Background: an optimization exercise with open tools, aiming at a short achievable clock period and few clock cycles per item. Do not read the settings as production practice.
Where RTL was checked, it was by simulation tests only, not by an equivalence proof against the original.
Power figures rest on the tool's default switching activity, not on a simulated workload.

==> run Z: inputs <==
Design cell_screen, start of the top module:
module cell_screen (
    input  wire               clk,
    input  wire               rst,
    input  wire               tone_we,
    input  wire [7:0]         tone_addr,
    input  wire [11:0]        tone_data,
    input  wire [11:0]        lev1,
    input  wire [11:0]        lev2,
    input  wire [11:0]        lev3,
    input  wire               in_valid,
    output wire               in_ready,
    input  wire [7:0]         in_pix,
    input  wire signed [15:0] in_err,
    input  wire               in_miss,
    input  wire               in_last,
    input  wire signed [15:0] in_inl,
    input  wire signed [15:0] in_inr,
    output wire               out_valid,
    input  wire               out_ready,
    output wire [1:0]         out_level,
    output wire signed [15:0] out_err,
    output wire               out_last,
    output wire signed [15:0] out_el,
    output wire signed [15:0] out_er
);
    localparam integer CAP = 15;     
    function [21:0] add22;
        input [21:0] a;
        input [21:0] b;
        input        ci;
        reg   [21:0] p0, g, p, gn, pn;
        integer      i, l, s;
        begin
            p0   = a ^ b;
            g    = a & b;
            p    = p0;
            g[0] = g[0] | (p0[0] & ci);
            for (l = 0; l < 5; l = l + 1) begin
                s  = 1 << l;
                gn = g;
                pn = p;
                for (i = 0; i < 22; i = i + 1) begin
                    if (i >= s) begin
                        gn[i] = g[i] | (p[i] & g[i - s]);
                        pn[i] = p[i] & p[i - s];
                    end
                end
                g = gn;
                p = pn;
            end
            add22 = p0 ^ {g[20:0], ci};
        end
    endfunction
    function [21:0] add22x3;
        input [21:0] a;
        input [21:0] b;
        input [21:0] c;
        input        ci;
        reg   [21:0] s, k;
        begin
            s = a ^ b ^ c;
            k = (a & b) | (a & c) | (b & c);
            add22x3 = add22(s, {k[20:0], 1'b0}, ci);
  ...
export LEC_CHECK = 0
export ABC_CLOCK_PERIOD_IN_PS = 3000
export CAP_MARGIN = 20
export CORE_MARGIN = 2
export CORE_UTILIZATION = 40
export SLEW_MARGIN = 20
create_clock -name core_clock -period 20.0 [get_ports {clk}]
standard.sh (not shown) runs the stock make flow with config.mk's settings and CLKGATE_MAP_FILE= SYNTH_SCRIPT=/design/flow/synth_recipe.tcl, a recipe that flattens the netlist after the stock synthesis.
==> flow/flow/run.sh <==
#!/bin/bash
# Standard layout, with repair_timing aiming for slack well above 0 so that
# the resizer works on the paths that set the achieved period.
set -euo pipefail
bash standard.sh SETUP_SLACK_MARGIN=15 finish > orfs_make.log 2>&1
==> run X (differences from run Z) <==
--- a/flow/design.v
+++ b/flow/design.v
@@ -156,31 +156,28 @@
         h1 <= l1 >> 1;
         h2 <= ({1'b0, l1} + {1'b0, l2}) >> 1;
         h3 <= ({1'b0, l2} + {1'b0, l3}) >> 1;
     end
     reg        in_ready_r;
-    reg  [4:0] inflight;
+    reg [15:0] inflight;             
     reg        ov;                   
     wire acc = in_valid & in_ready_r;
     wire pop = ov & out_ready;
-    wire [4:0] inflight_up = inflight + 5'd1;
-    wire [4:0] inflight_dn = inflight - 5'd1;
-    wire       room_up     = (inflight < CAP - 1);
-    wire       room_same   = (inflight < CAP);
-    wire       room_dn     = (inflight < CAP + 1);
+    wire [15:0] inflight_up = {inflight[14:0], 1'b1};
+    wire [15:0] inflight_dn = {1'b0, inflight[15:1]};
     always @(posedge clk) begin
         if (rst) begin
-            inflight   <= 5'd0;
+            inflight   <= 16'd0;
             in_ready_r <= 1'b1;
         end else if (acc & !pop) begin
             inflight   <= inflight_up;
-            in_ready_r <= room_up;
+            in_ready_r <= !inflight_up[CAP - 1];
         end else if (!acc & pop) begin
             inflight   <= inflight_dn;
-            in_ready_r <= room_dn;
+            in_ready_r <= !inflight_dn[CAP - 1];
         end else begin
-            in_ready_r <= room_same;
+            in_ready_r <= !inflight[CAP - 1];
         end
     end
     assign in_ready = in_ready_r;
     reg               i_v;
     reg        [15:0] i_hi, i_lo;
==> flow/flow/run.sh (replaced) <==
#!/bin/bash
# Standard layout, with repair_timing aiming for slack well above 0 so that
# the resizer works on the paths that set the achieved period.
set -euo pipefail
bash standard.sh SETUP_SLACK_MARGIN=15.3 finish > orfs_make.log 2>&1
CORE_UTILIZATION = 60   (was 40)
CTS_CLUSTER_DIAMETER = 50   (was unset)
CTS_CLUSTER_SIZE = 32   (was unset)
==> notes.md <==
status=finished clean; Seq/total area=0.605; full die area=535000 um^2; Tightest Pin Transition=1.30 ns; P_sw=11.4 mW; initial antenna violation count=32; M1 wire length=255 mm; grt met1 use=0.309; ranking of synthesized cells by area=edfxtp_1 56%, dfxtp_1 13%, mux4_2 5.4%; Clock buf/inv share=0.0752; Logic pwr share=0.303; Nets=15000
That was run Z.
==> notes.md <==
status=finished clean; max FFs per register=3072; Nets=15000; Logic pwr share=0.309; Seq/total area=0.612; Clock buf/inv share=0.0766; count leader, synth=edfxtp_1; pre-CTS WS=13.98 ns; grt met1 use=0.473; CLK BUF=603; full die area=358000 um^2; M1 wire length=241 mm; Via density=6.69; global-route wire length before repair=886 mm; grt met3 use=0.0581; initial antenna violation count=38; P_sw=11.8 mW
That was run X.
Testbench counts of run X, summed over its fixed seeds: cycles 190,376, items 190,272.
For run Z, only the layout was checked, not whether the RTL still works.

---

==> inputs of 06-14 <==
Another version of the RTL of cell_screen (not shown whole).
// cell_screen
module cell_screen (
    input  wire               clk,
    input  wire               rst,
    input  wire               tone_we,
    input  wire [7:0]         tone_addr,
    input  wire [11:0]        tone_data,
    input  wire [11:0]        lev1,
    input  wire [11:0]        lev2,
    input  wire [11:0]        lev3,
    input  wire               in_valid,
    output wire               in_ready,
    input  wire [7:0]         in_pix,
    input  wire signed [15:0] in_err,
    input  wire               in_miss,
    input  wire               in_last,
    input  wire signed [15:0] in_inl,
    input  wire signed [15:0] in_inr,
    output wire               out_valid,
    input  wire               out_ready,
    output wire [1:0]         out_level,
    output wire signed [15:0] out_err,
    output wire               out_last,
    output wire signed [15:0] out_el,
    output wire signed [15:0] out_er
);
clock: 20.0 ns
lec_check: 0
abc_clock_period_in_ps: 3000
cap_margin: 20
core_margin: 2
core_utilization: 40
slew_margin: 20
run.sh (not shown) runs the stock make flow with config.mk's settings and CLKGATE_MAP_FILE= SYNTH_SCRIPT=/design/flow/synth_recipe.tcl, a recipe that flattens the netlist after the stock synthesis.
Stock flow here: none of the scripts above is used.
==> 02-07 (differences from 06-14) <==
==> flow/flow/run.sh (new file) <==
#!/bin/bash
# Standard layout, with repair_timing aiming for slack well above 0 so that
# the resizer works on the paths that set the achieved period.
set -euo pipefail
bash standard.sh SETUP_SLACK_MARGIN=15 finish > orfs_make.log 2>&1
==> flow/standard.sh (new file) <==
#!/bin/bash
# synth_recipe.tcl (not shown) runs the flow's synth.tcl, then flattens the netlist and writes it again
# the make line also repeats each setting of config.mk as NAME=value (left out here)
make -C /OpenROAD-flow-scripts/flow DESIGN_CONFIG=/design/flow/config.mk WORK_HOME=/design/flow/orfs CLKGATE_MAP_FILE= SYNTH_SCRIPT=/design/flow/synth_recipe.tcl "${@:-finish}"
removed: flow/run.sh
==> notes.md <==
metric	02-07	06-14
Status	complete, no violations	complete, no violations
Internal Power	24.34 mW	24.00 mW
Final clock-cell share	7.433%	7.530%
Pin count of the biggest net entering global routing	176	193
Total leakage power	85.22 nW	84.39 nW
Fin nets	13.61k	13.49k
Least setup slack across all paths after layout	14.27 ns	13.63 ns
Max VDD drop	0.2786 mV	0.4082 mV
Stage delay of the slowest cell on the critical path	0.52 ns	0.85 ns
Routed length on met1	224.4 mm	224.6 mm
Via count of the first global-routing pass	106.0k	105.4k
Multi-input combinational area share	25.25%	25.05%
Worst Setup SP	head[3]	i_pix[0]
Overall power	36.19 mW	35.71 mW
Grt met2 use	31.59%	31.44%
Post-layout min period	5.733 ns	6.368 ns
Fill count	44.66k	44.57k
Routability-driven placement congestion ratio	0.8369	0.8341
Endpoint of the most critical setup path	out_er[3]	s1_T[1]
Power in combinational cells	12.2 mW	11.6 mW
Function was not checked in any run of this note: the RTL went through the layout flow alone.

==> re-timing with driven ports <==
The flow's constraints put no driver on any port. The routed layouts listed below were extracted and timed again, unchanged, in two steps. Step 1 assumes that a clkbuf_16 drives the clock port and a buf_2 every other input. Step 2, shift: input delay + t, output delay - t, t = (earliest + latest rising clock arrival at the registers) / 2. This alone moves slack from input paths to output paths. a / b / c = ideal ports / drivers / drivers and shift; a / b = the first two.
run	shift t [ns]	slack for setup (ns)	clock arrival spread, ns
run Z	1.210	14.399 / 14.267 / 13.992	0.142 / 0.142
run X	1.147	14.480 / 14.369 / 14.291	0.080 / 0.080
06-14	1.145	13.632 / 13.632 / 13.632	0.105 / 0.105
02-07	1.159	14.267 / 14.147 / 14.030	0.147 / 0.147
After both steps setup and hold are still met in every run listed. For run Z, which loses most, drivers alone change the setup slack by -0.132 ns; drivers and shift together by -0.407 ns.
